From an optimization exercise on the open Yosys and OpenROAD flow, aimed at small area; shortcuts taken in it are not production practice. In this exercise RTL edits were held to simulation tests only and were not proved equivalent to the original. No activity file was given, so power comes from the tool's default toggle rates.

==> flow/design.v, too long to show whole: its modules and the start of the top module <==
// module agdel_lane_dec: 731 lines
// module agdel_g_inv: 3 lines
// module agdel_g_nand2: 3 lines
// module agdel_g_nor2: 3 lines
// module agdel_g_nand3: 3 lines
// module agdel_g_nand4: 3 lines
// module agdel_g_and2: 3 lines
// module agdel_g_or2: 3 lines
// module agdel_g_and3: 3 lines
// module agdel_g_or3: 3 lines
// module agdel_g_or4: 3 lines
// module agdel_g_and4: 3 lines
// module agdel_g_nand2b: 3 lines
// module agdel_g_nand3b: 3 lines
// module agdel_g_nand4b: 3 lines
// module agdel_g_and4b: 3 lines
// module agdel_g_o21ai: 3 lines
// module agdel_g_o22ai: 3 lines
// module agdel_g_a31oi: 3 lines
// module agdel_g_a32oi: 3 lines
// module agdel_g_a311oi: 3 lines
// module agdel_g_o311ai: 3 lines
// module agdel_g_o21bai: 3 lines
// module agdel_g_a21o: 3 lines
// module agdel_g_o21a: 3 lines
// module agdel_g_a22o: 3 lines
// module agdel_g_o22a: 3 lines
// module agdel_g_a31o: 3 lines
// module agdel_g_a211o: 3 lines
// module agdel_g_a222oi: 3 lines
// module agdel_g_mux2i: 3 lines
// module agdel_g_xor2: 3 lines
// module agdel_g_xnor2: 3 lines
// module agdel_dat_rx: 1222 lines
module agdel_dat_rx (
    input  wire         clk,
    input  wire         rst,           
    input  wire [575:0] rx_data,       
    input  wire [71:0]  rx_check,      
    input  wire [1:0]   rx_frm0,       
    input  wire [1:0]   rx_frm1,       
    input  wire [8:0]   cnt_clr,       
    input  wire [3:0]   cnt_sel,       
    output reg          out_valid,     
    output reg          out_discard,   
    output reg          out_poison,    
    output reg          out_plane,     
    output reg          out_ce_frame,  
    output reg  [575:0] out_data,      
    output reg  [8:0]   out_ce,        
    output reg  [8:0]   out_uc,        
    output reg  [62:0]  out_ce_where,  
    output wire [15:0]  cnt_rd         
);
  // ...
==> flow/flow/run.sh <==
#!/bin/bash
# Standard layout, except: the port buffers are the smallest buffer cell (buf_1) instead of
# the one buffer_ports picks by default; pins may sit one routing track apart, so the die can
# be smaller; and clock tree synthesis uses small clock buffers without dummy loads.
# ORFS keeps each step's log under orfs/logs/; make's output goes to flow_make.log.
set -euo pipefail
export BUFFER_PORTS_ARGS="-buffer_cell sky130_fd_sc_hd__buf_1"
export PLACE_PINS_ARGS="-min_distance 1 -min_distance_in_tracks"
export CTS_ARGS="-sink_clustering_enable -repair_clock_nets -dont_use_dummy_load -sink_clustering_size 20 -buf_list {sky130_fd_sc_hd__clkbuf_2 sky130_fd_sc_hd__clkbuf_4}"
bash standard.sh > flow_make.log 2>&1
==> flow/standard.sh <==
#!/bin/bash
# synth_recipe.tcl (not shown) runs the flow's synth.tcl, then flattens the netlist and writes it again
# the make line also repeats each setting of config.mk as NAME=value (left out here)
make -C /OpenROAD-flow-scripts/flow DESIGN_CONFIG=/design/flow/config.mk WORK_HOME=/design/flow/orfs CLKGATE_MAP_FILE= SYNTH_SCRIPT=/design/flow/synth_recipe.tcl "${@:-finish}"
==> flow/config.mk <==
export PLATFORM = sky130hd
export DESIGN_NAME = agdel_dat_rx
export DESIGN_NICKNAME = agdel_dat_rx
export VERILOG_FILES = /design/flow/design.v
export SDC_FILE = /design/flow/constraint.sdc
export NUM_CORES = 4
export LEC_CHECK = 0
export CAP_MARGIN = 0
export CORE_MARGIN = 2
export CORE_UTILIZATION = 45
export SLEW_MARGIN = 0
export SYNTH_HIERARCHICAL = 1
==> flow/constraint.sdc <==
create_clock -name core_clock -period 7.0 [get_ports {clk}]
set_input_delay 1.4000 -clock core_clock [delete_from_list [all_inputs] [get_ports {clk}]]
set_output_delay 1.4000 -clock core_clock [all_outputs]
set_load 0.01 [all_outputs]
==> impl_metrics.ini, run 1 <==
[status]
status = timing/DRC/antenna clean

[placed_design]
place.gp.congestion = 1.03
pre_cts_slack_ps = -122

[finish]
dominant_cells = multi-input combinational cells
multiInputGateArea_sq_um = 26400
buffer_area_share_pct = 14.3
inverters = 360
top_regs = out_data x576, count.value x144, out_ce_where x63

[hold_path]
hp-start = rx_frm1[0]
worstHoldPathCells = 1

[synthesis]
yosys.cell_count.top_type = xor2_1
synth_area_leaders = dfxtp_1, xor2_1, xnor2_1
synth_top_family_by_area = XOR/XNOR gates
syn_area_per_cell_sq_um = 8.42

[timing]
finalSetupViolCount = 0
period_minus_slack_ps = 6250
maxClockFrequency_mhz = 160

[grt]
grt_max_degree = 17
met1_usage_pct = 38.6
grt_overflow_total = 0

[floorplanning]
coreArea_sq_um = 96700

[critical_path]
path_delay_family = XOR/XNOR gates
cp-end-kind = register
crit_buf_inv = 5
critPathMaxFanout = 4
timing.rr.end = count[7].value[15]$_DFF_P_

[route]
wl_met1_microns = 67700
drt_iter0_drc = 3486
routed_wl_microns = 172000
maxUsedRoutingLayer = met5

[power_and_ir_drop]
p_leak_nw = 23.1

[clocking]
ctsResizeCount = 0
==> run 2: changes to the inputs <==
--- a/flow/design.v
+++ b/flow/design.v
@@ -293,30 +293,16 @@
     wire n282;
     wire n283;
     wire n284;
     wire n285;
     wire n286;
     wire n287;
     wire n288;
     wire n289;
-    wire n290;
-    wire n291;
-    wire n292;
-    wire n293;
-    wire n294;
-    wire n295;
-    wire n296;
-    wire n297;
-    wire n298;
-    wire n299;
-    wire n300;
-    wire n301;
-    wire n302;
-    wire n303;
     agdel_g_xor2 un0 (.a(data_in[58]), .b(data_in[63]), .y(n1));
     agdel_g_xor2 un1 (.a(data_in[56]), .b(n1), .y(n2));
     agdel_g_xor2 un2 (.a(data_in[57]), .b(data_in[62]), .y(n3));
     agdel_g_xor2 un3 (.a(data_in[59]), .b(data_in[60]), .y(n4));
     agdel_g_xor2 un4 (.a(data_in[16]), .b(n4), .y(n5));
     agdel_g_xor2 un5 (.a(data_in[1]), .b(n3), .y(n6));
     agdel_g_xor2 un6 (.a(data_in[6]), .b(n2), .y(n7));
     agdel_g_xor2 un7 (.a(data_in[61]), .b(n7), .y(n8));
@@ -450,289 +436,275 @@
     agdel_g_xor2 un135 (.a(data_in[39]), .b(data_in[40]), .y(n129));
     agdel_g_xor2 un136 (.a(data_in[46]), .b(data_in[47]), .y(n130));
     agdel_g_xor2 un137 (.a(data_in[48]), .b(n16), .y(n131));
     agdel_g_xor2 un138 (.a(n28), .b(n33), .y(n132));
     agdel_g_xor2 un139 (.a(n128), .b(n129), .y(n133));
     agdel_g_xor2 un140 (.a(n130), .b(n131), .y(n134));
     agdel_g_xor2 un141 (.a(n133), .b(n134), .y(n135));
     agdel_g_xor2 un142 (.a(n135), .b(n132), .y(syndrome[7]));
-    agdel_g_nor2 un143 (.a(syndrome[3]), .b(syndrome[2]), .y(n136));
-    agdel_g_inv un144 (.a(n136), .y(n137));
-    agdel_g_nor2 un145 (.a(syndrome[1]), .b(syndrome[0]), .y(n138));
-    agdel_g_inv un146 (.a(n138), .y(n139));
-    agdel_g_nor2 un147 (.a(n139), .b(n137), .y(lo[0]));
-    agdel_g_inv un148 (.a(syndrome[0]), .y(n140));
-    agdel_g_nor2 un149 (.a(syndrome[1]), .b(n140), .y(n141));
-    agdel_g_inv un150 (.a(n141), .y(n142));
-    agdel_g_nor2 un151 (.a(n142), .b(n137), .y(lo[1]));
-    agdel_g_inv un152 (.a(syndrome[1]), .y(n143));
-    agdel_g_nor2 un153 (.a(n143), .b(syndrome[0]), .y(n144));
-    agdel_g_inv un154 (.a(n144), .y(n145));
-    agdel_g_nor2 un155 (.a(n145), .b(n137), .y(lo[2]));
-    agdel_g_nor2 un156 (.a(n143), .b(n140), .y(n146));
-    agdel_g_inv un157 (.a(n146), .y(n147));
-    agdel_g_nor2 un158 (.a(n147), .b(n137), .y(lo[3]));
-    agdel_g_inv un159 (.a(syndrome[2]), .y(n148));
-    agdel_g_nor2 un160 (.a(syndrome[3]), .b(n148), .y(n149));
-    agdel_g_inv un161 (.a(n149), .y(n150));
-    agdel_g_nor2 un162 (.a(n150), .b(n139), .y(lo[4]));
-    agdel_g_nor2 un163 (.a(n150), .b(n142), .y(lo[5]));
-    agdel_g_nand2 un164 (.a(n149), .b(n140), .y(n151));
-    agdel_g_nor2 un165 (.a(n151), .b(n143), .y(lo[6]));
-    agdel_g_nor2 un166 (.a(n150), .b(n147), .y(lo[7]));
-    agdel_g_inv un167 (.a(syndrome[3]), .y(n152));
-    agdel_g_nor2 un168 (.a(n152), .b(syndrome[2]), .y(n153));
-    agdel_g_inv un169 (.a(n153), .y(n154));
-    agdel_g_nor2 un170 (.a(n154), .b(n139), .y(lo[8]));
-    agdel_g_nor2 un171 (.a(n154), .b(n142), .y(lo[9]));
-    agdel_g_nor2 un172 (.a(n154), .b(n145), .y(lo[10]));
-    agdel_g_nor2 un173 (.a(n154), .b(n147), .y(lo[11]));
-    agdel_g_nor2 un174 (.a(n152), .b(n148), .y(n155));
-    agdel_g_inv un175 (.a(n155), .y(n156));
-    agdel_g_nor2 un176 (.a(n156), .b(n139), .y(lo[12]));
-    agdel_g_nor2 un177 (.a(n156), .b(n142), .y(lo[13]));
-    agdel_g_nor2 un178 (.a(n156), .b(n145), .y(lo[14]));
-    agdel_g_nor2 un179 (.a(n156), .b(n147), .y(lo[15]));
-    agdel_g_nor2 un180 (.a(syndrome[5]), .b(syndrome[4]), .y(n157));
-    agdel_g_inv un181 (.a(n157), .y(n158));
-    agdel_g_nor2 un182 (.a(syndrome[7]), .b(syndrome[6]), .y(n159));
-    agdel_g_inv un183 (.a(n159), .y(n160));
-    agdel_g_nor2 un184 (.a(n160), .b(n158), .y(hi[0]));
-    agdel_g_inv un185 (.a(syndrome[4]), .y(n161));
-    agdel_g_nor2 un186 (.a(syndrome[5]), .b(n161), .y(n162));
-    agdel_g_inv un187 (.a(n162), .y(n163));
-    agdel_g_nor2 un188 (.a(n163), .b(n160), .y(hi[1]));
-    agdel_g_inv un189 (.a(syndrome[5]), .y(n164));
-    agdel_g_nor2 un190 (.a(n164), .b(syndrome[4]), .y(n165));
-    agdel_g_inv un191 (.a(n165), .y(n166));
-    agdel_g_nor2 un192 (.a(n166), .b(n160), .y(hi[2]));
-    agdel_g_nor2 un193 (.a(n164), .b(n161), .y(n167));
-    agdel_g_inv un194 (.a(n167), .y(n168));
-    agdel_g_nor2 un195 (.a(n168), .b(n160), .y(hi[3]));
-    agdel_g_inv un196 (.a(syndrome[6]), .y(n169));
-    agdel_g_nor2 un197 (.a(syndrome[7]), .b(n169), .y(n170));
-    agdel_g_inv un198 (.a(n170), .y(n171));
-    agdel_g_nor2 un199 (.a(n171), .b(n158), .y(hi[4]));
-    agdel_g_nor2 un200 (.a(n171), .b(n163), .y(hi[5]));
-    agdel_g_nor2 un201 (.a(n171), .b(n166), .y(hi[6]));
-    agdel_g_nor2 un202 (.a(n171), .b(n168), .y(hi[7]));
-    agdel_g_nand2 un203 (.a(syndrome[7]), .b(n169), .y(n172));
-    agdel_g_nor2 un204 (.a(n172), .b(n158), .y(hi[8]));
-    agdel_g_nor2 un205 (.a(n172), .b(n163), .y(hi[9]));
-    agdel_g_nor2 un206 (.a(n172), .b(n166), .y(hi[10]));
-    agdel_g_nor2 un207 (.a(n172), .b(n168), .y(hi[11]));
-    agdel_g_inv un208 (.a(syndrome[7]), .y(n173));
-    agdel_g_nor2 un209 (.a(n173), .b(n169), .y(n174));
-    agdel_g_inv un210 (.a(n174), .y(n175));
-    agdel_g_nor2 un211 (.a(n175), .b(n158), .y(hi[12]));
-    agdel_g_nor2 un212 (.a(n175), .b(n163), .y(hi[13]));
-    agdel_g_nor2 un213 (.a(n175), .b(n166), .y(hi[14]));
-    agdel_g_nor2 un214 (.a(n175), .b(n168), .y(hi[15]));
-    agdel_g_nand2 un215 (.a(n160), .b(n158), .y(n176));
-    agdel_g_nand2 un216 (.a(n175), .b(n168), .y(n177));
-    agdel_g_nor2 un217 (.a(n177), .b(n176), .y(n178));
-    agdel_g_o21ai un218 (.a(n155), .b(syndrome[1]), .c(n137), .y(n179));
-    agdel_g_o21ai un219 (.a(n178), .b(hi[12]), .c(n179), .y(n180));
-    agdel_g_nand2 un220 (.a(hi[5]), .b(n152), .y(n181));
-    agdel_g_nor2 un221 (.a(hi[3]), .b(hi[0]), .y(n182));
-    agdel_g_nand3 un222 (.a(n182), .b(n181), .c(n180), .y(n183));
-    agdel_g_nand2 un223 (.a(lo[15]), .b(n173), .y(n184));
-    agdel_g_nor2 un224 (.a(n138), .b(n136), .y(n185));
-    agdel_g_nor2 un225 (.a(n155), .b(n146), .y(n186));
-    agdel_g_nand2 un226 (.a(n186), .b(n185), .y(n187));
-    agdel_g_inv un227 (.a(n186), .y(n188));
-    agdel_g_o21bai un228 (.a(n188), .b(lo[0]), .c(n185), .y(n189));
-    agdel_g_nand3 un229 (.a(n189), .b(n187), .c(n184), .y(n190));
-    agdel_g_nand2b un230 (.a(n190), .b(n183), .y(n191));
-    agdel_g_nor2 un231 (.a(n137), .b(syndrome[1]), .y(n192));
-    agdel_g_inv un232 (.a(n192), .y(n193));
-    agdel_g_or4 un233 (.a(n183), .b(hi[15]), .c(n193), .d(syndrome[0]), .y(n194));
-    agdel_g_nand3 un234 (.a(n182), .b(n176), .c(n175), .y(n195));
-    agdel_g_nand2b un235 (.a(n195), .b(n190), .y(n196));
-    agdel_g_nand3 un236 (.a(n196), .b(n194), .c(n191), .y(n197));
-    agdel_g_nand2 un237 (.a(n197), .b(g), .y(n198));
-    agdel_g_inv un238 (.a(n198), .y(ce));
-    agdel_g_nand2 un239 (.a(hi[0]), .b(lo[0]), .y(n199));
-    agdel_g_nand2 un240 (.a(n199), .b(g), .y(n200));
-    agdel_g_nor2 un241 (.a(n200), .b(n197), .y(uc));
-    agdel_g_o21ai un242 (.a(n165), .b(n156), .c(n137), .y(n201));
-    agdel_g_nand2 un243 (.a(n201), .b(syndrome[0]), .y(n202));
-    agdel_g_nand2 un244 (.a(n166), .b(n192), .y(n203));
-    agdel_g_nand3 un245 (.a(n203), .b(n202), .c(n151), .y(n204));
-    agdel_g_nor2 un246 (.a(n204), .b(lo[10]), .y(n205));
-    agdel_g_o21ai un247 (.a(lo[7]), .b(syndrome[7]), .c(n169), .y(n206));
-    agdel_g_xor2 un248 (.a(n206), .b(n205), .y(n207));
-    agdel_g_nor2 un249 (.a(n207), .b(n198), .y(ce_where[0]));
-    agdel_g_nand2 un250 (.a(n159), .b(lo[2]), .y(n208));
-    agdel_g_nor2 un251 (.a(syndrome[6]), .b(n148), .y(n209));
-    agdel_g_a31oi un252 (.a(n173), .b(n164), .c(n148), .d(n209), .y(n210));
-    agdel_g_and4 un253 (.a(n154), .b(n173), .c(n164), .d(n140), .y(n211));
-    agdel_g_o21ai un254 (.a(n211), .b(n210), .c(syndrome[1]), .y(n212));
-    agdel_g_nand2 un255 (.a(n164), .b(syndrome[3]), .y(n213));
-    agdel_g_a32oi un256 (.a(n209), .b(n213), .c(n138), .d(n159), .e(lo[8]), .y(n214));
-    agdel_g_nand2 un257 (.a(n192), .b(syndrome[6]), .y(n215));
-    agdel_g_o21ai un258 (.a(n150), .b(n140), .c(syndrome[5]), .y(n216));
-    agdel_g_and3 un259 (.a(n136), .b(syndrome[7]), .c(n140), .y(n217));
-    agdel_g_o21ai un260 (.a(n217), .b(syndrome[5]), .c(n216), .y(n218));
-    agdel_g_nand4 un261 (.a(n218), .b(n215), .c(n214), .d(n212), .y(n219));
-    agdel_g_a32oi un262 (.a(n141), .b(n164), .c(syndrome[3]), .d(n219), .e(n208), .y(n220));
-    agdel_g_nor2 un263 (.a(n220), .b(n198), .y(ce_where[1]));
-    agdel_g_and3 un264 (.a(n214), .b(n212), .c(n179), .y(n221));
-    agdel_g_nand2 un265 (.a(n221), .b(n140), .y(n222));
-    agdel_g_and3 un266 (.a(n214), .b(n212), .c(lo[10]), .y(n223));
-    agdel_g_a31oi un267 (.a(n188), .b(n185), .c(syndrome[4]), .d(lo[15]), .y(n224));
-    agdel_g_o21ai un268 (.a(n156), .b(n139), .c(n224), .y(n225));
-    agdel_g_a311oi un269 (.a(n222), .b(syndrome[5]), .c(n161), .d(n225), .e(n223), .y(n226));
-    agdel_g_o22ai un270 (.a(n216), .b(n146), .c(n169), .d(n140), .y(n227));
-    agdel_g_o21ai un271 (.a(n174), .b(n137), .c(n190), .y(n228));
-    agdel_g_nand2 un272 (.a(n228), .b(n226), .y(n229));
-    agdel_g_o21a un273 (.a(n227), .b(n226), .c(n229), .y(n230));
-    agdel_g_a31oi un274 (.a(n221), .b(n193), .c(n164), .d(n230), .y(n231));
-    agdel_g_nor2 un275 (.a(n231), .b(n198), .y(ce_where[2]));
-    agdel_g_o21a un276 (.a(n190), .b(n163), .c(n226), .y(n232));
-    agdel_g_nor2 un277 (.a(n232), .b(n198), .y(ce_where[3]));
-    agdel_g_inv un278 (.a(n230), .y(n233));
-    agdel_g_nor2 un279 (.a(n195), .b(n193), .y(n234));
-    agdel_g_a31oi un280 (.a(n233), .b(syndrome[6]), .c(syndrome[5]), .d(n234), .y(n235));
-    agdel_g_inv un281 (.a(n235), .y(n236));
-    agdel_g_nand2 un282 (.a(lo[8]), .b(syndrome[5]), .y(n237));
-    agdel_g_a31oi un283 (.a(n237), .b(n168), .c(n169), .d(n236), .y(n238));
-    agdel_g_o21a un284 (.a(n238), .b(lo[15]), .c(ce), .y(ce_where[4]));
-    agdel_g_a31oi un285 (.a(n179), .b(n159), .c(n157), .d(n234), .y(n239));
-    agdel_g_nor2 un286 (.a(n239), .b(n198), .y(ce_where[5]));
-    agdel_g_a31oi un287 (.a(n235), .b(n224), .c(n173), .d(n198), .y(ce_where[6]));
-    agdel_g_nand2 un288 (.a(lo[7]), .b(hi[0]), .y(n240));
-    agdel_g_xnor2 un289 (.a(data_in[0]), .b(n240), .y(data_out[0]));
-    agdel_g_nand2 un290 (.a(lo[11]), .b(hi[0]), .y(n241));
-    agdel_g_xnor2 un291 (.a(data_in[1]), .b(n241), .y(data_out[1]));
-    agdel_g_nand2 un292 (.a(lo[13]), .b(hi[0]), .y(n242));
-    agdel_g_xnor2 un293 (.a(data_in[2]), .b(n242), .y(data_out[2]));
-    agdel_g_nand2 un294 (.a(lo[14]), .b(hi[0]), .y(n243));
-    agdel_g_xnor2 un295 (.a(data_in[3]), .b(n243), .y(data_out[3]));
-    agdel_g_nand2 un296 (.a(lo[3]), .b(hi[1]), .y(n244));
-    agdel_g_xnor2 un297 (.a(data_in[4]), .b(n244), .y(data_out[4]));
-    agdel_g_nand2 un298 (.a(lo[5]), .b(hi[1]), .y(n245));
-    agdel_g_xnor2 un299 (.a(data_in[5]), .b(n245), .y(data_out[5]));
-    agdel_g_nand2 un300 (.a(lo[6]), .b(hi[1]), .y(n246));
-    agdel_g_xnor2 un301 (.a(data_in[6]), .b(n246), .y(data_out[6]));
-    agdel_g_nand2 un302 (.a(lo[9]), .b(hi[1]), .y(n247));
-    agdel_g_xnor2 un303 (.a(data_in[7]), .b(n247), .y(data_out[7]));
-    agdel_g_nand2 un304 (.a(lo[10]), .b(hi[1]), .y(n248));
-    agdel_g_xnor2 un305 (.a(data_in[8]), .b(n248), .y(data_out[8]));
-    agdel_g_nand2 un306 (.a(lo[12]), .b(hi[1]), .y(n249));
-    agdel_g_xnor2 un307 (.a(data_in[9]), .b(n249), .y(data_out[9]));
-    agdel_g_nand2 un308 (.a(lo[3]), .b(hi[2]), .y(n250));
-    agdel_g_xnor2 un309 (.a(data_in[10]), .b(n250), .y(data_out[10]));
-    agdel_g_nand2 un310 (.a(lo[5]), .b(hi[2]), .y(n251));
-    agdel_g_xnor2 un311 (.a(data_in[11]), .b(n251), .y(data_out[11]));
-    agdel_g_nand2 un312 (.a(lo[6]), .b(hi[2]), .y(n252));
-    agdel_g_xnor2 un313 (.a(data_in[12]), .b(n252), .y(data_out[12]));
-    agdel_g_nand2 un314 (.a(lo[9]), .b(hi[2]), .y(n253));
-    agdel_g_xnor2 un315 (.a(data_in[13]), .b(n253), .y(data_out[13]));
-    agdel_g_nand2 un316 (.a(lo[10]), .b(hi[2]), .y(n254));
-    agdel_g_xnor2 un317 (.a(data_in[14]), .b(n254), .y(data_out[14]));
-    agdel_g_nand2 un318 (.a(lo[12]), .b(hi[2]), .y(n255));
-    agdel_g_xnor2 un319 (.a(data_in[15]), .b(n255), .y(data_out[15]));
-    agdel_g_nand2 un320 (.a(lo[1]), .b(hi[3]), .y(n256));
-    agdel_g_xnor2 un321 (.a(data_in[16]), .b(n256), .y(data_out[16]));
-    agdel_g_nand2 un322 (.a(lo[2]), .b(hi[3]), .y(n257));
-    agdel_g_xnor2 un323 (.a(data_in[17]), .b(n257), .y(data_out[17]));
-    agdel_g_nand2 un324 (.a(lo[4]), .b(hi[3]), .y(n258));
-    agdel_g_xnor2 un325 (.a(data_in[18]), .b(n258), .y(data_out[18]));
-    agdel_g_nand2 un326 (.a(lo[8]), .b(hi[3]), .y(n259));
-    agdel_g_xnor2 un327 (.a(data_in[19]), .b(n259), .y(data_out[19]));
-    agdel_g_nand2 un328 (.a(lo[3]), .b(hi[4]), .y(n260));
-    agdel_g_xnor2 un329 (.a(data_in[20]), .b(n260), .y(data_out[20]));
-    agdel_g_nand2 un330 (.a(lo[5]), .b(hi[4]), .y(n261));
-    agdel_g_xnor2 un331 (.a(data_in[21]), .b(n261), .y(data_out[21]));
-    agdel_g_nand2 un332 (.a(lo[6]), .b(hi[4]), .y(n262));
-    agdel_g_xnor2 un333 (.a(data_in[22]), .b(n262), .y(data_out[22]));
-    agdel_g_nand2 un334 (.a(lo[9]), .b(hi[4]), .y(n263));
-    agdel_g_xnor2 un335 (.a(data_in[23]), .b(n263), .y(data_out[23]));
-    agdel_g_nand2 un336 (.a(lo[10]), .b(hi[4]), .y(n264));
-    agdel_g_xnor2 un337 (.a(data_in[24]), .b(n264), .y(data_out[24]));
-    agdel_g_nand2 un338 (.a(lo[12]), .b(hi[4]), .y(n265));
-    agdel_g_xnor2 un339 (.a(data_in[25]), .b(n265), .y(data_out[25]));
-    agdel_g_nand2 un340 (.a(lo[1]), .b(hi[5]), .y(n266));
-    agdel_g_xnor2 un341 (.a(data_in[26]), .b(n266), .y(data_out[26]));
-    agdel_g_nand2 un342 (.a(lo[2]), .b(hi[5]), .y(n267));
-    agdel_g_xnor2 un343 (.a(data_in[27]), .b(n267), .y(data_out[27]));
-    agdel_g_nand2 un344 (.a(lo[4]), .b(hi[5]), .y(n268));
-    agdel_g_xnor2 un345 (.a(data_in[28]), .b(n268), .y(data_out[28]));
-    agdel_g_nand2 un346 (.a(lo[8]), .b(hi[5]), .y(n269));
-    agdel_g_xnor2 un347 (.a(data_in[29]), .b(n269), .y(data_out[29]));
-    agdel_g_nand2 un348 (.a(lo[1]), .b(hi[6]), .y(n270));
-    agdel_g_xnor2 un349 (.a(data_in[30]), .b(n270), .y(data_out[30]));
-    agdel_g_nand2 un350 (.a(lo[2]), .b(hi[6]), .y(n271));
-    agdel_g_xnor2 un351 (.a(data_in[31]), .b(n271), .y(data_out[31]));
-    agdel_g_nand2 un352 (.a(lo[4]), .b(hi[6]), .y(n272));
-    agdel_g_xnor2 un353 (.a(data_in[32]), .b(n272), .y(data_out[32]));
-    agdel_g_nand2 un354 (.a(lo[8]), .b(hi[6]), .y(n273));
-    agdel_g_xnor2 un355 (.a(data_in[33]), .b(n273), .y(data_out[33]));
-    agdel_g_nand2 un356 (.a(lo[0]), .b(hi[7]), .y(n274));
-    agdel_g_xnor2 un357 (.a(data_in[34]), .b(n274), .y(data_out[34]));
-    agdel_g_nand2 un358 (.a(lo[3]), .b(hi[8]), .y(n275));
-    agdel_g_xnor2 un359 (.a(data_in[35]), .b(n275), .y(data_out[35]));
-    agdel_g_nand2 un360 (.a(lo[5]), .b(hi[8]), .y(n276));
-    agdel_g_xnor2 un361 (.a(data_in[36]), .b(n276), .y(data_out[36]));
-    agdel_g_nand2 un362 (.a(lo[6]), .b(hi[8]), .y(n277));
-    agdel_g_xnor2 un363 (.a(data_in[37]), .b(n277), .y(data_out[37]));
-    agdel_g_nand2 un364 (.a(lo[9]), .b(hi[8]), .y(n278));
-    agdel_g_xnor2 un365 (.a(data_in[38]), .b(n278), .y(data_out[38]));
-    agdel_g_nand2 un366 (.a(lo[10]), .b(hi[8]), .y(n279));
-    agdel_g_xnor2 un367 (.a(data_in[39]), .b(n279), .y(data_out[39]));
-    agdel_g_nand2 un368 (.a(lo[12]), .b(hi[8]), .y(n280));
-    agdel_g_xnor2 un369 (.a(data_in[40]), .b(n280), .y(data_out[40]));
-    agdel_g_nand2 un370 (.a(lo[1]), .b(hi[9]), .y(n281));
-    agdel_g_xnor2 un371 (.a(data_in[41]), .b(n281), .y(data_out[41]));
-    agdel_g_nand2 un372 (.a(lo[2]), .b(hi[9]), .y(n282));
-    agdel_g_xnor2 un373 (.a(data_in[42]), .b(n282), .y(data_out[42]));
-    agdel_g_nand2 un374 (.a(lo[4]), .b(hi[9]), .y(n283));
-    agdel_g_xnor2 un375 (.a(data_in[43]), .b(n283), .y(data_out[43]));
-    agdel_g_nand2 un376 (.a(lo[8]), .b(hi[9]), .y(n284));
-    agdel_g_xnor2 un377 (.a(data_in[44]), .b(n284), .y(data_out[44]));
-    agdel_g_nand2 un378 (.a(lo[1]), .b(hi[10]), .y(n285));
-    agdel_g_xnor2 un379 (.a(data_in[45]), .b(n285), .y(data_out[45]));
-    agdel_g_nand2 un380 (.a(lo[2]), .b(hi[10]), .y(n286));
-    agdel_g_xnor2 un381 (.a(data_in[46]), .b(n286), .y(data_out[46]));
-    agdel_g_nand2 un382 (.a(lo[4]), .b(hi[10]), .y(n287));
-    agdel_g_xnor2 un383 (.a(data_in[47]), .b(n287), .y(data_out[47]));
-    agdel_g_nand2 un384 (.a(lo[8]), .b(hi[10]), .y(n288));
-    agdel_g_xnor2 un385 (.a(data_in[48]), .b(n288), .y(data_out[48]));
-    agdel_g_nand2 un386 (.a(lo[0]), .b(hi[11]), .y(n289));
-    agdel_g_xnor2 un387 (.a(data_in[49]), .b(n289), .y(data_out[49]));
-    agdel_g_nand2 un388 (.a(lo[1]), .b(hi[12]), .y(n290));
-    agdel_g_xnor2 un389 (.a(data_in[50]), .b(n290), .y(data_out[50]));
-    agdel_g_nand2 un390 (.a(lo[2]), .b(hi[12]), .y(n291));
-    agdel_g_xnor2 un391 (.a(data_in[51]), .b(n291), .y(data_out[51]));
-    agdel_g_nand2 un392 (.a(lo[4]), .b(hi[12]), .y(n292));
-    agdel_g_xnor2 un393 (.a(data_in[52]), .b(n292), .y(data_out[52]));
-    agdel_g_nand2 un394 (.a(lo[8]), .b(hi[12]), .y(n293));
-    agdel_g_xnor2 un395 (.a(data_in[53]), .b(n293), .y(data_out[53]));
-    agdel_g_nand2 un396 (.a(lo[0]), .b(hi[13]), .y(n294));
-    agdel_g_xnor2 un397 (.a(data_in[54]), .b(n294), .y(data_out[54]));
-    agdel_g_nand2 un398 (.a(lo[0]), .b(hi[14]), .y(n295));
-    agdel_g_xnor2 un399 (.a(data_in[55]), .b(n295), .y(data_out[55]));
-    agdel_g_nand2 un400 (.a(lo[15]), .b(hi[1]), .y(n296));
-    agdel_g_xnor2 un401 (.a(data_in[56]), .b(n296), .y(data_out[56]));
-    agdel_g_nand2 un402 (.a(lo[15]), .b(hi[2]), .y(n297));
-    agdel_g_xnor2 un403 (.a(data_in[57]), .b(n297), .y(data_out[57]));
-    agdel_g_nand2 un404 (.a(lo[7]), .b(hi[3]), .y(n298));
-    agdel_g_xnor2 un405 (.a(data_in[58]), .b(n298), .y(data_out[58]));
-    agdel_g_nand2 un406 (.a(lo[11]), .b(hi[3]), .y(n299));
-    agdel_g_xnor2 un407 (.a(data_in[59]), .b(n299), .y(data_out[59]));
-    agdel_g_nand2 un408 (.a(lo[13]), .b(hi[3]), .y(n300));
-    agdel_g_xnor2 un409 (.a(data_in[60]), .b(n300), .y(data_out[60]));
-    agdel_g_nand2 un410 (.a(lo[14]), .b(hi[3]), .y(n301));
-    agdel_g_xnor2 un411 (.a(data_in[61]), .b(n301), .y(data_out[61]));
-    agdel_g_nand2 un412 (.a(lo[15]), .b(hi[4]), .y(n302));
-    agdel_g_xnor2 un413 (.a(data_in[62]), .b(n302), .y(data_out[62]));
-    agdel_g_nand2 un414 (.a(lo[7]), .b(hi[5]), .y(n303));
-    agdel_g_xnor2 un415 (.a(data_in[63]), .b(n303), .y(data_out[63]));
+    agdel_g_inv un143 (.a(syndrome[0]), .y(n136));
+    agdel_g_inv un144 (.a(syndrome[1]), .y(n137));
+    agdel_g_inv un145 (.a(syndrome[2]), .y(n138));
+    agdel_g_inv un146 (.a(syndrome[3]), .y(n139));
+    agdel_g_inv un147 (.a(syndrome[5]), .y(n140));
+    agdel_g_inv un148 (.a(syndrome[6]), .y(n141));
+    agdel_g_inv un149 (.a(syndrome[7]), .y(n142));
+    agdel_g_nor2 un150 (.a(syndrome[2]), .b(syndrome[3]), .y(n143));
+    agdel_g_inv un151 (.a(n143), .y(n144));
+    agdel_g_nand2 un152 (.a(n137), .b(n143), .y(n145));
+    agdel_g_nor2 un153 (.a(syndrome[0]), .b(syndrome[1]), .y(n146));
+    agdel_g_inv un154 (.a(n146), .y(n147));
+    agdel_g_nor2 un155 (.a(syndrome[0]), .b(n145), .y(lo[0]));
+    agdel_g_nand2 un156 (.a(syndrome[0]), .b(n137), .y(n148));
+    agdel_g_nor2 un157 (.a(n136), .b(n145), .y(lo[1]));
+    agdel_g_nand2 un158 (.a(n136), .b(syndrome[1]), .y(n149));
+    agdel_g_nor2 un159 (.a(n144), .b(n149), .y(lo[2]));
+    agdel_g_inv un160 (.a(lo[2]), .y(n150));
+    agdel_g_nor2 un161 (.a(n136), .b(n137), .y(n151));
+    agdel_g_inv un162 (.a(n151), .y(n152));
+    agdel_g_nor2 un163 (.a(n144), .b(n152), .y(lo[3]));
+    agdel_g_nand2 un164 (.a(syndrome[2]), .b(n139), .y(n153));
+    agdel_g_nand3 un165 (.a(syndrome[2]), .b(n139), .c(n136), .y(n154));
+    agdel_g_nor2 un166 (.a(syndrome[1]), .b(n154), .y(lo[4]));
+    agdel_g_nor2 un167 (.a(n148), .b(n153), .y(lo[5]));
+    agdel_g_nor2 un168 (.a(n137), .b(n154), .y(lo[6]));
+    agdel_g_nor2 un169 (.a(n152), .b(n153), .y(lo[7]));
+    agdel_g_nand2 un170 (.a(n138), .b(syndrome[3]), .y(n155));
+    agdel_g_nor2 un171 (.a(n147), .b(n155), .y(lo[8]));
+    agdel_g_nor2 un172 (.a(n148), .b(n155), .y(lo[9]));
+    agdel_g_nor2 un173 (.a(n149), .b(n155), .y(lo[10]));
+    agdel_g_inv un174 (.a(lo[10]), .y(n156));
+    agdel_g_nor2 un175 (.a(n152), .b(n155), .y(lo[11]));
+    agdel_g_nand2 un176 (.a(syndrome[2]), .b(syndrome[3]), .y(n157));
+    agdel_g_nor2 un177 (.a(n147), .b(n157), .y(lo[12]));
+    agdel_g_nor2 un178 (.a(n148), .b(n157), .y(lo[13]));
+    agdel_g_nor2 un179 (.a(n149), .b(n157), .y(lo[14]));
+    agdel_g_nor2 un180 (.a(n152), .b(n157), .y(lo[15]));
+    agdel_g_nor2 un181 (.a(syndrome[6]), .b(syndrome[7]), .y(n158));
+    agdel_g_inv un182 (.a(n158), .y(n159));
+    agdel_g_nor2 un183 (.a(syndrome[4]), .b(syndrome[5]), .y(n160));
+    agdel_g_inv un184 (.a(n160), .y(n161));
+    agdel_g_nor2 un185 (.a(n159), .b(n161), .y(hi[0]));
+    agdel_g_nand2 un186 (.a(syndrome[4]), .b(n140), .y(n162));
+    agdel_g_nor2 un187 (.a(n159), .b(n162), .y(hi[1]));
+    agdel_g_nor2 un188 (.a(syndrome[4]), .b(n140), .y(n163));
+    agdel_g_inv un189 (.a(n163), .y(n164));
+    agdel_g_nor2 un190 (.a(n159), .b(n164), .y(hi[2]));
+    agdel_g_nand2 un191 (.a(syndrome[4]), .b(syndrome[5]), .y(n165));
+    agdel_g_nor2 un192 (.a(n159), .b(n165), .y(hi[3]));
+    agdel_g_nand2 un193 (.a(syndrome[6]), .b(n142), .y(n166));
+    agdel_g_nor2 un194 (.a(n161), .b(n166), .y(hi[4]));
+    agdel_g_nor2 un195 (.a(n162), .b(n166), .y(hi[5]));
+    agdel_g_nor2 un196 (.a(n164), .b(n166), .y(hi[6]));
+    agdel_g_nor2 un197 (.a(n165), .b(n166), .y(hi[7]));
+    agdel_g_nand2 un198 (.a(n141), .b(syndrome[7]), .y(n167));
+    agdel_g_nor2 un199 (.a(n161), .b(n167), .y(hi[8]));
+    agdel_g_nor2 un200 (.a(n162), .b(n167), .y(hi[9]));
+    agdel_g_nor2 un201 (.a(n164), .b(n167), .y(hi[10]));
+    agdel_g_nor2 un202 (.a(n165), .b(n167), .y(hi[11]));
+    agdel_g_nand2 un203 (.a(syndrome[6]), .b(syndrome[7]), .y(n168));
+    agdel_g_nor2 un204 (.a(n161), .b(n168), .y(hi[12]));
+    agdel_g_nor2 un205 (.a(n162), .b(n168), .y(hi[13]));
+    agdel_g_nor2 un206 (.a(n164), .b(n168), .y(hi[14]));
+    agdel_g_nor2 un207 (.a(n165), .b(n168), .y(hi[15]));
+    agdel_g_inv un208 (.a(hi[15]), .y(n169));
+    agdel_g_o21ai un209 (.a(n137), .b(n143), .c(n157), .y(n170));
+    agdel_g_inv un210 (.a(n170), .y(n171));
+    agdel_g_o21ai un211 (.a(n158), .b(n160), .c(n168), .y(n172));
+    agdel_g_o21a un212 (.a(n160), .b(n168), .c(n172), .y(n173));
+    agdel_g_a211o un213 (.a(n139), .b(hi[5]), .c(hi[0]), .d(hi[3]), .y(n174));
+    agdel_g_a31oi un214 (.a(n165), .b(n171), .c(n173), .d(n174), .y(n175));
+    agdel_g_nor2 un215 (.a(n143), .b(n146), .y(n176));
+    agdel_g_nand2 un216 (.a(n152), .b(n157), .y(n177));
+    agdel_g_nand2 un217 (.a(n142), .b(lo[15]), .y(n178));
+    agdel_g_nor2 un218 (.a(lo[0]), .b(n177), .y(n179));
+    agdel_g_o21ai un219 (.a(n176), .b(n179), .c(n178), .y(n180));
+    agdel_g_a31oi un220 (.a(n152), .b(n157), .c(n176), .d(n180), .y(n181));
+    agdel_g_inv un221 (.a(n181), .y(n182));
+    agdel_g_or3 un222 (.a(hi[0]), .b(hi[3]), .c(n172), .y(n183));
+    agdel_g_o22ai un223 (.a(n175), .b(n182), .c(n181), .d(n183), .y(n184));
+    agdel_g_a31oi un224 (.a(lo[0]), .b(n175), .c(n169), .d(n184), .y(n185));
+    agdel_g_nand2b un225 (.a(n185), .b(g), .y(n186));
+    agdel_g_inv un226 (.a(n186), .y(ce));
+    agdel_g_nand2 un227 (.a(g), .b(n185), .y(n187));
+    agdel_g_a31oi un228 (.a(n158), .b(n160), .c(lo[0]), .d(n187), .y(uc));
+    agdel_g_nor2 un229 (.a(n157), .b(n163), .y(n188));
+    agdel_g_o21ai un230 (.a(n143), .b(n188), .c(syndrome[0]), .y(n189));
+    agdel_g_o311ai un231 (.a(syndrome[1]), .b(n144), .c(n163), .d(n189), .e(n154), .y(n190));
+    agdel_g_nor2 un232 (.a(lo[10]), .b(n190), .y(n191));
+    agdel_g_o21a un233 (.a(syndrome[7]), .b(lo[7]), .c(n141), .y(n192));
+    agdel_g_nand2 un234 (.a(n191), .b(n192), .y(n193));
+    agdel_g_o21ai un235 (.a(n191), .b(n192), .c(n193), .y(n194));
+    agdel_g_nor2 un236 (.a(n186), .b(n194), .y(ce_where[0]));
+    agdel_g_nand2 un237 (.a(syndrome[3]), .b(n140), .y(n195));
+    agdel_g_nor2 un238 (.a(syndrome[5]), .b(syndrome[7]), .y(n196));
+    agdel_g_o21ai un239 (.a(n136), .b(n153), .c(syndrome[5]), .y(n197));
+    agdel_g_inv un240 (.a(n197), .y(n198));
+    agdel_g_a31oi un241 (.a(n136), .b(syndrome[7]), .c(n143), .d(syndrome[5]), .y(n199));
+    agdel_g_o22ai un242 (.a(n141), .b(n145), .c(n198), .d(n199), .y(n200));
+    agdel_g_nor2 un243 (.a(n138), .b(syndrome[6]), .y(n201));
+    agdel_g_a31oi un244 (.a(n140), .b(n142), .c(n138), .d(n201), .y(n202));
+    agdel_g_a31oi un245 (.a(n136), .b(n155), .c(n196), .d(n202), .y(n203));
+    agdel_g_a32oi un246 (.a(n146), .b(n195), .c(n201), .d(lo[8]), .e(n158), .y(n204));
+    agdel_g_o21ai un247 (.a(n137), .b(n203), .c(n204), .y(n205));
+    agdel_g_o22ai un248 (.a(n150), .b(n159), .c(n200), .d(n205), .y(n206));
+    agdel_g_o21a un249 (.a(n148), .b(n195), .c(n206), .y(n207));
+    agdel_g_nor2 un250 (.a(n186), .b(n207), .y(ce_where[1]));
+    agdel_g_nor2 un251 (.a(n170), .b(n205), .y(n208));
+    agdel_g_nand2 un252 (.a(n136), .b(n208), .y(n209));
+    agdel_g_a31oi un253 (.a(n176), .b(n177), .c(syndrome[4]), .d(lo[15]), .y(n210));
+    agdel_g_o21ai un254 (.a(n156), .b(n205), .c(n210), .y(n211));
+    agdel_g_a211o un255 (.a(n163), .b(n209), .c(lo[12]), .d(n211), .y(n212));
+    agdel_g_o22ai un256 (.a(n151), .b(n197), .c(n136), .d(n141), .y(n213));
+    agdel_g_a21o un257 (.a(n143), .b(n168), .c(n181), .y(n214));
+    agdel_g_nand2 un258 (.a(n212), .b(n213), .y(n215));
+    agdel_g_o21ai un259 (.a(n212), .b(n214), .c(n215), .y(n216));
+    agdel_g_inv un260 (.a(n216), .y(n217));
+    agdel_g_a31oi un261 (.a(n140), .b(n145), .c(n208), .d(n216), .y(n218));
+    agdel_g_nor2 un262 (.a(n186), .b(n218), .y(ce_where[2]));
+    agdel_g_a31oi un263 (.a(syndrome[4]), .b(n140), .c(n181), .d(n212), .y(n219));
+    agdel_g_nor2 un264 (.a(n186), .b(n219), .y(ce_where[3]));
+    agdel_g_nor2 un265 (.a(n145), .b(n183), .y(n220));
+    agdel_g_a31oi un266 (.a(syndrome[5]), .b(syndrome[6]), .c(n217), .d(n220), .y(n221));
+    agdel_g_nand2 un267 (.a(syndrome[5]), .b(lo[8]), .y(n222));
+    agdel_g_nand3 un268 (.a(n165), .b(n222), .c(n141), .y(n223));
+    agdel_g_a32oi un269 (.a(syndrome[2]), .b(syndrome[3]), .c(n151), .d(n221), .e(n223), .y(n224));
+    agdel_g_nor2 un270 (.a(n186), .b(n224), .y(ce_where[4]));
+    agdel_g_a31oi un271 (.a(n158), .b(n160), .c(n171), .d(n220), .y(n225));
+    agdel_g_nor2 un272 (.a(n186), .b(n225), .y(ce_where[5]));
+    agdel_g_a31oi un273 (.a(n142), .b(n210), .c(n221), .d(n186), .y(ce_where[6]));
+    agdel_g_nand2 un274 (.a(lo[7]), .b(hi[0]), .y(n226));
+    agdel_g_xnor2 un275 (.a(data_in[0]), .b(n226), .y(data_out[0]));
+    agdel_g_nand2 un276 (.a(lo[11]), .b(hi[0]), .y(n227));
+    agdel_g_xnor2 un277 (.a(data_in[1]), .b(n227), .y(data_out[1]));
+    agdel_g_nand2 un278 (.a(lo[13]), .b(hi[0]), .y(n228));
+    agdel_g_xnor2 un279 (.a(data_in[2]), .b(n228), .y(data_out[2]));
+    agdel_g_nand2 un280 (.a(lo[14]), .b(hi[0]), .y(n229));
+    agdel_g_xnor2 un281 (.a(data_in[3]), .b(n229), .y(data_out[3]));
+    agdel_g_nand2 un282 (.a(lo[3]), .b(hi[1]), .y(n230));
+    agdel_g_xnor2 un283 (.a(data_in[4]), .b(n230), .y(data_out[4]));
+    agdel_g_nand2 un284 (.a(lo[5]), .b(hi[1]), .y(n231));
+    agdel_g_xnor2 un285 (.a(data_in[5]), .b(n231), .y(data_out[5]));
+    agdel_g_nand2 un286 (.a(lo[6]), .b(hi[1]), .y(n232));
+    agdel_g_xnor2 un287 (.a(data_in[6]), .b(n232), .y(data_out[6]));
+    agdel_g_nand2 un288 (.a(lo[9]), .b(hi[1]), .y(n233));
+    agdel_g_xnor2 un289 (.a(data_in[7]), .b(n233), .y(data_out[7]));
+    agdel_g_nand2 un290 (.a(lo[10]), .b(hi[1]), .y(n234));
+    agdel_g_xnor2 un291 (.a(data_in[8]), .b(n234), .y(data_out[8]));
+    agdel_g_nand2 un292 (.a(lo[12]), .b(hi[1]), .y(n235));
+    agdel_g_xnor2 un293 (.a(data_in[9]), .b(n235), .y(data_out[9]));
+    agdel_g_nand2 un294 (.a(lo[3]), .b(hi[2]), .y(n236));
+    agdel_g_xnor2 un295 (.a(data_in[10]), .b(n236), .y(data_out[10]));
+    agdel_g_nand2 un296 (.a(lo[5]), .b(hi[2]), .y(n237));
+    agdel_g_xnor2 un297 (.a(data_in[11]), .b(n237), .y(data_out[11]));
+    agdel_g_nand2 un298 (.a(lo[6]), .b(hi[2]), .y(n238));
+    agdel_g_xnor2 un299 (.a(data_in[12]), .b(n238), .y(data_out[12]));
+    agdel_g_nand2 un300 (.a(lo[9]), .b(hi[2]), .y(n239));
+    agdel_g_xnor2 un301 (.a(data_in[13]), .b(n239), .y(data_out[13]));
+    agdel_g_nand2 un302 (.a(lo[10]), .b(hi[2]), .y(n240));
+    agdel_g_xnor2 un303 (.a(data_in[14]), .b(n240), .y(data_out[14]));
+    agdel_g_nand2 un304 (.a(lo[12]), .b(hi[2]), .y(n241));
+    agdel_g_xnor2 un305 (.a(data_in[15]), .b(n241), .y(data_out[15]));
+    agdel_g_nand2 un306 (.a(lo[1]), .b(hi[3]), .y(n242));
+    agdel_g_xnor2 un307 (.a(data_in[16]), .b(n242), .y(data_out[16]));
+    agdel_g_nand2 un308 (.a(lo[2]), .b(hi[3]), .y(n243));
+    agdel_g_xnor2 un309 (.a(data_in[17]), .b(n243), .y(data_out[17]));
+    agdel_g_nand2 un310 (.a(lo[4]), .b(hi[3]), .y(n244));
+    agdel_g_xnor2 un311 (.a(data_in[18]), .b(n244), .y(data_out[18]));
+    agdel_g_nand2 un312 (.a(lo[8]), .b(hi[3]), .y(n245));
+    agdel_g_xnor2 un313 (.a(data_in[19]), .b(n245), .y(data_out[19]));
+    agdel_g_nand2 un314 (.a(lo[3]), .b(hi[4]), .y(n246));
+    agdel_g_xnor2 un315 (.a(data_in[20]), .b(n246), .y(data_out[20]));
+    agdel_g_nand2 un316 (.a(lo[5]), .b(hi[4]), .y(n247));
+    agdel_g_xnor2 un317 (.a(data_in[21]), .b(n247), .y(data_out[21]));
+    agdel_g_nand2 un318 (.a(lo[6]), .b(hi[4]), .y(n248));
+    agdel_g_xnor2 un319 (.a(data_in[22]), .b(n248), .y(data_out[22]));
+    agdel_g_nand2 un320 (.a(lo[9]), .b(hi[4]), .y(n249));
+    agdel_g_xnor2 un321 (.a(data_in[23]), .b(n249), .y(data_out[23]));
+    agdel_g_nand2 un322 (.a(lo[10]), .b(hi[4]), .y(n250));
+    agdel_g_xnor2 un323 (.a(data_in[24]), .b(n250), .y(data_out[24]));
+    agdel_g_nand2 un324 (.a(lo[12]), .b(hi[4]), .y(n251));
+    agdel_g_xnor2 un325 (.a(data_in[25]), .b(n251), .y(data_out[25]));
+    agdel_g_nand2 un326 (.a(lo[1]), .b(hi[5]), .y(n252));
+    agdel_g_xnor2 un327 (.a(data_in[26]), .b(n252), .y(data_out[26]));
+    agdel_g_nand2 un328 (.a(lo[2]), .b(hi[5]), .y(n253));
+    agdel_g_xnor2 un329 (.a(data_in[27]), .b(n253), .y(data_out[27]));
+    agdel_g_nand2 un330 (.a(lo[4]), .b(hi[5]), .y(n254));
+    agdel_g_xnor2 un331 (.a(data_in[28]), .b(n254), .y(data_out[28]));
+    agdel_g_nand2 un332 (.a(lo[8]), .b(hi[5]), .y(n255));
+    agdel_g_xnor2 un333 (.a(data_in[29]), .b(n255), .y(data_out[29]));
+    agdel_g_nand2 un334 (.a(lo[1]), .b(hi[6]), .y(n256));
+    agdel_g_xnor2 un335 (.a(data_in[30]), .b(n256), .y(data_out[30]));
+    agdel_g_nand2 un336 (.a(lo[2]), .b(hi[6]), .y(n257));
+    agdel_g_xnor2 un337 (.a(data_in[31]), .b(n257), .y(data_out[31]));
+    agdel_g_nand2 un338 (.a(lo[4]), .b(hi[6]), .y(n258));
+    agdel_g_xnor2 un339 (.a(data_in[32]), .b(n258), .y(data_out[32]));
+    agdel_g_nand2 un340 (.a(lo[8]), .b(hi[6]), .y(n259));
+    agdel_g_xnor2 un341 (.a(data_in[33]), .b(n259), .y(data_out[33]));
+    agdel_g_nand2 un342 (.a(lo[0]), .b(hi[7]), .y(n260));
+    agdel_g_xnor2 un343 (.a(data_in[34]), .b(n260), .y(data_out[34]));
+    agdel_g_nand2 un344 (.a(lo[3]), .b(hi[8]), .y(n261));
+    agdel_g_xnor2 un345 (.a(data_in[35]), .b(n261), .y(data_out[35]));
+    agdel_g_nand2 un346 (.a(lo[5]), .b(hi[8]), .y(n262));
+    agdel_g_xnor2 un347 (.a(data_in[36]), .b(n262), .y(data_out[36]));
+    agdel_g_nand2 un348 (.a(lo[6]), .b(hi[8]), .y(n263));
+    agdel_g_xnor2 un349 (.a(data_in[37]), .b(n263), .y(data_out[37]));
+    agdel_g_nand2 un350 (.a(lo[9]), .b(hi[8]), .y(n264));
+    agdel_g_xnor2 un351 (.a(data_in[38]), .b(n264), .y(data_out[38]));
+    agdel_g_nand2 un352 (.a(lo[10]), .b(hi[8]), .y(n265));
+    agdel_g_xnor2 un353 (.a(data_in[39]), .b(n265), .y(data_out[39]));
+    agdel_g_nand2 un354 (.a(lo[12]), .b(hi[8]), .y(n266));
+    agdel_g_xnor2 un355 (.a(data_in[40]), .b(n266), .y(data_out[40]));
+    agdel_g_nand2 un356 (.a(lo[1]), .b(hi[9]), .y(n267));
+    agdel_g_xnor2 un357 (.a(data_in[41]), .b(n267), .y(data_out[41]));
+    agdel_g_nand2 un358 (.a(lo[2]), .b(hi[9]), .y(n268));
+    agdel_g_xnor2 un359 (.a(data_in[42]), .b(n268), .y(data_out[42]));
+    agdel_g_nand2 un360 (.a(lo[4]), .b(hi[9]), .y(n269));
+    agdel_g_xnor2 un361 (.a(data_in[43]), .b(n269), .y(data_out[43]));
+    agdel_g_nand2 un362 (.a(lo[8]), .b(hi[9]), .y(n270));
+    agdel_g_xnor2 un363 (.a(data_in[44]), .b(n270), .y(data_out[44]));
+    agdel_g_nand2 un364 (.a(lo[1]), .b(hi[10]), .y(n271));
+    agdel_g_xnor2 un365 (.a(data_in[45]), .b(n271), .y(data_out[45]));
+    agdel_g_nand2 un366 (.a(lo[2]), .b(hi[10]), .y(n272));
+    agdel_g_xnor2 un367 (.a(data_in[46]), .b(n272), .y(data_out[46]));
+    agdel_g_nand2 un368 (.a(lo[4]), .b(hi[10]), .y(n273));
+    agdel_g_xnor2 un369 (.a(data_in[47]), .b(n273), .y(data_out[47]));
+    agdel_g_nand2 un370 (.a(lo[8]), .b(hi[10]), .y(n274));
+    agdel_g_xnor2 un371 (.a(data_in[48]), .b(n274), .y(data_out[48]));
+    agdel_g_nand2 un372 (.a(lo[0]), .b(hi[11]), .y(n275));
+    agdel_g_xnor2 un373 (.a(data_in[49]), .b(n275), .y(data_out[49]));
+    agdel_g_nand2 un374 (.a(lo[1]), .b(hi[12]), .y(n276));
+    agdel_g_xnor2 un375 (.a(data_in[50]), .b(n276), .y(data_out[50]));
+    agdel_g_nand2 un376 (.a(lo[2]), .b(hi[12]), .y(n277));
+    agdel_g_xnor2 un377 (.a(data_in[51]), .b(n277), .y(data_out[51]));
+    agdel_g_nand2 un378 (.a(lo[4]), .b(hi[12]), .y(n278));
+    agdel_g_xnor2 un379 (.a(data_in[52]), .b(n278), .y(data_out[52]));
+    agdel_g_nand2 un380 (.a(lo[8]), .b(hi[12]), .y(n279));
+    agdel_g_xnor2 un381 (.a(data_in[53]), .b(n279), .y(data_out[53]));
+    agdel_g_nand2 un382 (.a(lo[0]), .b(hi[13]), .y(n280));
+    agdel_g_xnor2 un383 (.a(data_in[54]), .b(n280), .y(data_out[54]));
+    agdel_g_nand2 un384 (.a(lo[0]), .b(hi[14]), .y(n281));
+    agdel_g_xnor2 un385 (.a(data_in[55]), .b(n281), .y(data_out[55]));
+    agdel_g_nand2 un386 (.a(lo[15]), .b(hi[1]), .y(n282));
+    agdel_g_xnor2 un387 (.a(data_in[56]), .b(n282), .y(data_out[56]));
+    agdel_g_nand2 un388 (.a(lo[15]), .b(hi[2]), .y(n283));
+    agdel_g_xnor2 un389 (.a(data_in[57]), .b(n283), .y(data_out[57]));
+    agdel_g_nand2 un390 (.a(lo[7]), .b(hi[3]), .y(n284));
+    agdel_g_xnor2 un391 (.a(data_in[58]), .b(n284), .y(data_out[58]));
+    agdel_g_nand2 un392 (.a(lo[11]), .b(hi[3]), .y(n285));
+    agdel_g_xnor2 un393 (.a(data_in[59]), .b(n285), .y(data_out[59]));
+    agdel_g_nand2 un394 (.a(lo[13]), .b(hi[3]), .y(n286));
+    agdel_g_xnor2 un395 (.a(data_in[60]), .b(n286), .y(data_out[60]));
+    agdel_g_nand2 un396 (.a(lo[14]), .b(hi[3]), .y(n287));
+    agdel_g_xnor2 un397 (.a(data_in[61]), .b(n287), .y(data_out[61]));
+    agdel_g_nand2 un398 (.a(lo[15]), .b(hi[4]), .y(n288));
+    agdel_g_xnor2 un399 (.a(data_in[62]), .b(n288), .y(data_out[62]));
+    agdel_g_nand2 un400 (.a(lo[7]), .b(hi[5]), .y(n289));
+    agdel_g_xnor2 un401 (.a(data_in[63]), .b(n289), .y(data_out[63]));
 endmodule
 module agdel_g_inv (input wire a, output wire y);
     assign y = ~a;
 endmodule
 module agdel_g_nand2 (input wire a, input wire b, output wire y);
     assign y = ~(a & b);
 endmodule
 module agdel_g_nor2 (input wire a, input wire b, output wire y);
==> flow/flow/run.sh (replaced) <==
#!/bin/bash
# Standard layout, except: the port buffers are the smallest buffer cell (buf_1) instead of
# the one buffer_ports picks by default; pins may sit one routing track apart, so the die can
# be smaller; and clock tree synthesis uses small clock buffers without dummy loads.
# ORFS keeps each step's log under orfs/logs/; make's output goes to flow_make.log.
set -euo pipefail
export BUFFER_PORTS_ARGS="-buffer_cell sky130_fd_sc_hd__buf_1"
export PLACE_PINS_ARGS="-min_distance 1 -min_distance_in_tracks"
export CTS_ARGS="-sink_clustering_enable -repair_clock_nets -dont_use_dummy_load -sink_clustering_size 30 -sink_clustering_max_diameter 60 -buf_list {sky130_fd_sc_hd__clkbuf_4}"
bash standard.sh > flow_make.log 2>&1
==> flow/config.mk (replaced) <==
export PLATFORM = sky130hd
export DESIGN_NAME = agdel_dat_rx
export DESIGN_NICKNAME = agdel_dat_rx
export VERILOG_FILES = /design/flow/design.v
export SDC_FILE = /design/flow/constraint.sdc
export NUM_CORES = 4
export LEC_CHECK = 0
export CAP_MARGIN = 0
export CORE_MARGIN = 2
export CORE_UTILIZATION = 45
export GPL_TIMING_DRIVEN = 0
export SLEW_MARGIN = 0
export SYNTH_HIERARCHICAL = 1
==> run 2 against run 1 <==
  * The run now fails in global routing
  * Synthesized cell count decreased by 2.4%
  * Synthesized area is 0.97% lower
==> impl_metrics.ini, run 2 <==
[clocking]
cts_made_buffers = 83
cts-root-buf = clkbuf_4
clockBufferDepth = 3
cts_num_sinks = 805
htreeDepth = 3

[synthesis]
synth-main-ff-cell = dfxtp_1
yosysTopAreaCell = dfxtp_1
syn_area_sq_um = 43500
yosys.cell_count.top_type = xor2_1
synth_cell_types = 24
ys_ff_latch = 805
muxShareOfSynthArea_pct = 0
synth_compound_area_share_pct = 6.75
synth_edf_count = 0
synth_area_leaders = dfxtp_1, xor2_1, xnor2_1
syn_area_per_cell_sq_um = 8.55
synth_top_family_by_area = XOR/XNOR gates
synth_common_cells = xor2_1, nand2_1, dfxtp_1, nor2_1, xnor2_1
synth_top_area_share_pct = 37.1
syn_nets = 5753
synth_xor_area_share_pct = 37.6
async_flop_share_pct = 0
synth_adder_area_share_pct = 0
synthCells = 5086
yosysWarningCount = 7
synthSimpleGateAreaFrac_pct = 16.0
yosysSeqAreaShare_pct = 37.1

[placed_design]
place_area_sq_um = 50100
place.gp.congestion = 1.09
port_buffers = 1344
dp_hpwl_microns = 164000
numPlacedInstances = 7707

[floorplanning]
io_pins = 1345
dieHeight_microns = 315
fp.dieW_microns = 315
row_count = 114
start_util_pct = 45.2

[grt]
track_usage_pct = 39.7
grt_overflow_total = 2
grt_pass1_wl_microns = 283000
grt_max_degree = 22
grt_pass1_vias = 41570

[status]
firstError = [ERROR GRT-0116] Global routing finished with congestion. Check the congestion regions in the DRC Viewer.
status = stopped before the end
haltStage = global routing
==> run 2: per-module statistics from Yosys (local to each module, per instance), a selection <==
module | flip-flops and latches | times used | cells inside | cell area (sq um)
agdel_g_a32oi | 0 | 18 | 1 | 8.76
agdel_g_a31oi | 0 | 118 | 1 | 6.26
agdel_g_nand2b | 0 | 63 | 1 | 6.26
agdel_g_a211o | 0 | 36 | 1 | 8.76
agdel_g_nor2 | 0 | 599 | 1 | 3.75
agdel_g_nand4 | 0 | 38 | 1 | 6.26
==> run 2: metrics by stage <==
step	hold WS (ps)	utilization, %	worst slack (ps)	power, mW
after global placement	485	52.1	-3370	23.3
after floorplan	466	-	111	17.2
after detailed placement	491	52.1	-1860	23.1
after CTS	502	53.1	8.62	25.7
==> run 2: metal layers <==
metal	global-route usage [%]	overflow
met1	44.6	0
met4	33.8	0
met5	1.79	0
met2	61.2	2
met3	12.2	0
==> run 2: what timing repair did <==
item,4_1_cts
setup endpoints to repair,59
setup buffers,19
pin swaps,9
resized for setup,52
hold buffers,0
==> run 2: logic make-up after synthesis <==
family / after synthesis
xor+xnor: 1864
simple gates: 1691
flops: 805
buf+inv: 298
compound gates: 428
==> run 2: power groups by stage <==
stage	Combinational [mW]	Clock (mW)	Sequential (mW)
after floorplan	11.4	0	5.80
after global placement	17.8	0	5.54
after detailed placement	17.5	0	5.54
after CTS	18.1	2.18	5.44
==> run 2: worst max path at each step <==
stage / endpoint / startpoint / depth (start not counted)
floorplan: count[0].value[15]$_DFF_P_ / rx_data[63] / 36
global placement: count[5].value[15]$_DFF_P_ / rx_data[63] / 33
detailed placement: count[5].value[15]$_DFF_P_ / rx_data[383] / 37
CTS: count[2].value[15]$_DFF_P_ / rx_data[187] / 30
==> run 3: changes to the inputs <==
--- a/flow/config.mk
+++ b/flow/config.mk
@@ -7,7 +7,7 @@
 export LEC_CHECK = 0
 export CAP_MARGIN = 0
 export CORE_MARGIN = 2
-export CORE_UTILIZATION = 45
+export CORE_UTILIZATION = 40
 export GPL_TIMING_DRIVEN = 0
 export SLEW_MARGIN = 0
 export SYNTH_HIERARCHICAL = 1
==> run 3 against run 2 <==
  * The run again fails in global routing
  * Synthesized cell count unchanged
  * Synthesized area is the same
==> impl_metrics.ini, run 3 <==
[floorplanning]
row_count = 120
io_pins = 1345
dieHeight_microns = 334
fp.dieW_microns = 334
start_util_pct = 40.4

[grt]
track_usage_pct = 35.8
grt_max_degree = 22
grt_pass1_vias = 42625
grt_overflow_total = 21
grt_pass1_wl_microns = 289000

[placed_design]
pre_cts_slack_ps = -1900
dp_hpwl_microns = 164000
place.gp.congestion = 1.10
place_area_sq_um = 50300
port_buffers = 1344

[clocking]
hold_buffers = 0
clockBufferDepth = 3
cts-root-buf = clkbuf_4
htreeDepth = 3
cts_made_buffers = 84
cts_num_sinks = 805

[synthesis]
ys_ff_latch = 805
synthCells = 5086
syn_area_sq_um = 43500
synth_top_area_share_pct = 37.1
synth_edf_count = 0
syn_area_per_cell_sq_um = 8.55
synth_common_cells = xor2_1, nand2_1, dfxtp_1, nor2_1, xnor2_1
async_flop_share_pct = 0
synth_area_leaders = dfxtp_1, xor2_1, xnor2_1
yosysSeqAreaShare_pct = 37.1
yosysTopAreaCell = dfxtp_1
syn_nets = 5753
yosysWarningCount = 7
yosys.cell_count.top_type = xor2_1
synth-main-ff-cell = dfxtp_1
synth_cell_types = 24

[status]
status = stopped before the end
firstError = [ERROR GRT-0116] Global routing finished with congestion. Check the congestion regions in the DRC Viewer.
haltStage = global routing
## run 3: cell counts after synthesis
No cell type changed its count.
## run 3: what timing repair did
| item | CTS |
|---|---|
| buffers inserted | 10 |
| setup endpoints to repair | 64 |
| pin swaps | 10 |
| resized for setup | 68 |
## run 3: metrics by stage
step / setup TNS [ps] / instances / power [mW] / util, %
4_1_cts: 0 / 7927 / 25.6 / 47.7
3_5_place_dp: -150630 / 7833 / 23.0 / 46.8
3_3_place_gp: -336850 / 7833 / 23.2 / 46.8
2_1_floorplan: 0 / 5086 / 17.2 / -
## run 3: kinds of logic after synthesis
family	Yosys count	synth area share [%]
xor gates and xnor gates	1864	37.6
and+or+nand+nor	1691	16.0
buffers and inverters	298	2.58
AOI/OAI and AO/OA	428	6.75
DFF	805	37.1
## run 3: layer usage
| layer | GRT overflow | GRT usage (%) |
|---|---|---|
| met4 | 1 | 29.0 |
| met5 | 0 | 0.825 |
| met3 | 0 | 11.2 |
| met1 | 0 | 39.2 |
| met2 | 20 | 56.9 |
## run 3: worst min path at each step
stage,from,endpoint
after floorplan,count[1].value[15]$_DFF_P_,count[1].value[15]$_DFF_P_
after CTS,rx_frm1[0],out_plane$_DFF_P_
after detailed placement,count[4].value[15]$_DFF_P_,count[4].value[15]$_DFF_P_
after global placement,count[4].value[15]$_DFF_P_,count[4].value[15]$_DFF_P_
## run 3: modules after synthesis, one instance, submodules excluded, excerpt
module / flip-flops and latches / area, sq um / cells / times used
agdel_g_a222oi: 0 / 10.0 / 1 / 48
agdel_g_and4: 0 / 8.76 / 1 / 9
agdel_g_o21ai: 0 / 5.00 / 1 / 118
agdel_g_o22ai: 0 / 6.26 / 1 / 36
agdel_g_xnor2: 0 / 8.76 / 1 / 577
agdel_g_and2: 0 / 6.26 / 1 / 18
agdel_g_a31oi: 0 / 6.26 / 1 / 118
agdel_g_o21a: 0 / 7.51 / 1 / 27
agdel_g_and3: 0 / 6.26 / 1 / 72
agdel_g_nand2: 0 / 3.75 / 1 / 819
agdel_g_a211o: 0 / 8.76 / 1 / 36
agdel_g_inv: 0 / 3.75 / 1 / 297
agdel_g_a21o: 0 / 7.51 / 1 / 9
## run 3: power by group through the flow
stage,logic (mW),registers (mW),clock network (mW)
floorplan,11.4,5.80,0
global placement,17.6,5.54,0
detailed placement,17.4,5.55,0
CTS,18.0,5.45,2.18

==> separate check: timing with driven ports <==
In the flow no input, the clock included, has a driving cell. The finished layout below was timed again as built, in two steps. Step 1 sets driving cells, clkbuf_16 on the clock port and buf_2 on the other inputs (assumed; they add their load-dependent delay and slew). Step 2 also shifts input and output timing later by t, the mid clock arrival at the registers, as if the neighbouring blocks saw the same clock. Three values: ideal ports, drivers, drivers and shift; two values: the first two.
run: run 1
shift t [ns]: 1.114
setup slack, ns: 0.753 / 0.790 / -0.324
latest minus earliest clock arrival (ns): 0.092 / 0.092
worst data-port slew with drivers (ns): 0.17
pins driven straight from the clock port: 1
Met with ideal ports but missed after step 2: setup timing in run 1. For run 1, drivers alone change the setup slack by +0.037 ns; drivers and shift together by -1.077 ns.
